Source: an optimization exercise on an open RTL-to-GDS flow (aim: small area). Production flows keep margins and buffers that such runs may drop.
The RTL was checked by simulation tests, not by an equivalence proof against the original design.

==> inputs of job 7635 <==
## le_lane_alu
module le_lane_alu (
    input  wire        clk,
    input  wire        rst,         
    input  wire        in_valid,
    input  wire [2:0]  op,
    input  wire        mod_sel,     
    input  wire [31:0] a,
    input  wire [31:0] b,
    input  wire [31:0] w,
    output reg         out_valid,
    output wire [31:0] x,
    output wire [31:0] y
);
Settings: LEC_CHECK=0, ABC_AREA=1, CAP_MARGIN=20, CORE_MARGIN=2, CORE_UTILIZATION=40, CTS_CLUSTER_DIAMETER=150, CTS_CLUSTER_SIZE=32, SLEW_MARGIN=20, SYNTH_HIERARCHICAL=1, SYNTH_MINIMUM_KEEP_SIZE=0; clock period 18.0 ns.
standard.sh (not shown) runs the stock make flow with config.mk's settings and CLKGATE_MAP_FILE= SYNTH_SCRIPT=/design/flow/synth_recipe.tcl, a recipe that flattens the netlist after the stock synthesis.
==> flow/flow/run.sh <==
#!/bin/bash
# Own flow: the standard layout, except that
#  - synthesis maps the logic between the flip-flops with flow/abc.script
#    (see abc_wrap.tcl); it is otherwise the standard flow's own script (synth_recipe.tcl),
#    so the registers and their names are the standard synthesis's;
#  - the buffers ORFS puts on every input and output port are buf_1 cells.
set -euo pipefail
W=$(pwd)
{ echo "set ::own_abc_script $W/flow/abc.script"; cat "$W/flow/abc_wrap.tcl" "$W/synth_recipe.tcl"; } > "$W/own_synth.tcl"
sed "s#SYNTH_SCRIPT=[^ ]*#SYNTH_SCRIPT=$W/own_synth.tcl#" "$W/standard.sh" > "$W/own_synth.sh"
grep -q "SYNTH_SCRIPT=$W/own_synth.tcl" "$W/own_synth.sh"
sed 's#^make -C \(.*\) "\${@:-finish}"$#make -C \1 BUFFER_PORTS_ARGS=-buffer_cell\\ sky130_fd_sc_hd__buf_1 "${@:-finish}"#' "$W/standard.sh" > "$W/own_layout.sh"
grep -q "BUFFER_PORTS_ARGS" "$W/own_layout.sh"
bash "$W/own_synth.sh" synth > "$W/synth.log" 2>&1
bash "$W/own_layout.sh" > "$W/layout.log" 2>&1
==> flow/flow/abc.script <==
strash
ifraig
scorr
dc2
strash
&get -n
&dch -f
&nf -R 1000 {D}
&put
==> flow/flow/abc_wrap.tcl <==
# Runs before synth_recipe.tcl. Every abc call of ORFS's synthesis is made with
# flow/abc.script (ABC's default mapping script for a liberty, with more area
# recovery rounds in &nf), and with the clock period in picoseconds (ORFS hands
# ABC the period in the SDC's unit, nanoseconds here, which ABC reads as
# picoseconds and so maps every cone for speed).
proc abc {args} {
  foreach opt {-script -D} {
    set i [lsearch -exact $args $opt]
    if {$i >= 0} { set args [lreplace $args $i [expr {$i + 1}]] }
  }
  set ps 18000
  if {[info exists ::env(FLOW_PERIOD_NS)] && $::env(FLOW_PERIOD_NS) ne ""} {
    set ps [expr {int(round($::env(FLOW_PERIOD_NS) * 1000))}]
  }
  yosys abc -script $::own_abc_script -D $ps {*}$args
}
==> job 7331 (differences from job 7635) <==
--- a/flow/config.mk
+++ b/flow/config.mk
@@ -11,4 +11,4 @@
 export CORE_UTILIZATION = 40
-export CTS_CLUSTER_DIAMETER = 150
-export CTS_CLUSTER_SIZE = 32
+export CTS_CLUSTER_DIAMETER = 120
+export CTS_CLUSTER_SIZE = 24
 export SLEW_MARGIN = 20
==> job 1107 (differences from job 7635) <==
==> flow/flow/run.sh (replaced) <==
#!/bin/bash
# Own flow: the standard layout, except that synthesis maps the logic
# between the flip-flops with ABC's default script (see abc_wrap.tcl).
# Synthesis is otherwise the standard flow's own script (synth_recipe.tcl), so the
# registers and their names are the standard synthesis's.
set -euo pipefail
W=$(pwd)
cat "$W/flow/abc_wrap.tcl" "$W/synth_recipe.tcl" > "$W/own_synth.tcl"
sed "s#SYNTH_SCRIPT=[^ ]*#SYNTH_SCRIPT=$W/own_synth.tcl#" "$W/standard.sh" > "$W/own_synth.sh"
grep -q "SYNTH_SCRIPT=$W/own_synth.tcl" "$W/own_synth.sh"
bash "$W/own_synth.sh" synth > "$W/synth.log" 2>&1
bash "$W/standard.sh" > "$W/layout.log" 2>&1
==> flow/flow/abc_wrap.tcl (replaced) <==
# Runs before synth_recipe.tcl. Every abc call of ORFS's synthesis is made with
# ABC's own default mapping script for a liberty, and with the clock period in
# picoseconds (ORFS hands ABC the period in the SDC's unit, nanoseconds here,
# which ABC reads as picoseconds and so maps every cone for speed).
proc abc {args} {
  foreach opt {-script -D} {
    set i [lsearch -exact $args $opt]
    if {$i >= 0} { set args [lreplace $args $i [expr {$i + 1}]] }
  }
  set ps 18000
  if {[info exists ::env(FLOW_PERIOD_NS)] && $::env(FLOW_PERIOD_NS) ne ""} {
    set ps [expr {int(round($::env(FLOW_PERIOD_NS) * 1000))}]
  }
  lappend args -D $ps
  yosys abc {*}$args
}
--- a/flow/config.mk
+++ b/flow/config.mk
@@ -11,4 +11,2 @@
 export CORE_UTILIZATION = 40
-export CTS_CLUSTER_DIAMETER = 150
-export CTS_CLUSTER_SIZE = 32
 export SLEW_MARGIN = 20
removed: flow/flow/abc.script
==> comparison <==
Against job 7635, the synthesized cell count of job 1107 is larger by about 2.2%.
Of job 1107 and job 7331, job 1107 has the higher clock-buffer cell count (gap 18).
Between job 1107 and job 7331, the lower maximum frequency is in job 1107 (gap about 3.5%, measured against job 7331).
In sequential share of layout area, job 7635 and job 7331 hardly differ.
==> figures <==
|  | job 7635 | job 7331 | job 1107 |
|---|---|---|---|
| Starting utilization of the core area | 40.3% | 40.3% | 40.5% |
| Layout-to-synthesis area ratio | 1.090x | 1.094x | 1.122x |
| Average wire per cell in the routed design | 22.8 um | 22.8 um | 23.0 um |
| Layout Utilization | 43.9% | 44.0% | 45.4% |
| Global-route wire length before repair | 146 mm | 146 mm | 147 mm |
| Outcome | complete, no violations | complete, no violations | complete, no violations |
| Area occupied by multi-input gates | 0.0259 mm^2 | 0.0259 mm^2 | 0.0261 mm^2 |
| Placed instance count | 4081 | 4081 | 4065 |
| # fillers | 7748 | 7731 | 7526 |

[re-timing with driven ports]
The results above use ideal ports. As a check the final layouts listed here were re-extracted and re-timed, cells and wires unchanged. Step 1: set_driving_cell puts a clkbuf_16 on clk and a buf_2 on each other input, an assumption about the parent block. Step 2 moves the port delays by t, midway between the first and last clock arrival at a register: inputs arrive t later, outputs are due t later. That takes back most of the time a late clock gives input paths. a / b / c = ideal / step 1 / step 2; a / b = the first two.
run	t, ns	slack for setup (ns)	worst slew at a driven data input, ns
job 7635	0.583	2.113 / 2.044 / 2.627	0.07
job 7331	0.593	2.114 / 2.053 / 2.646	0.06
job 1107	0.645	1.543 / 1.476 / 2.122	0.06
After both steps setup and hold are still met in every run listed.
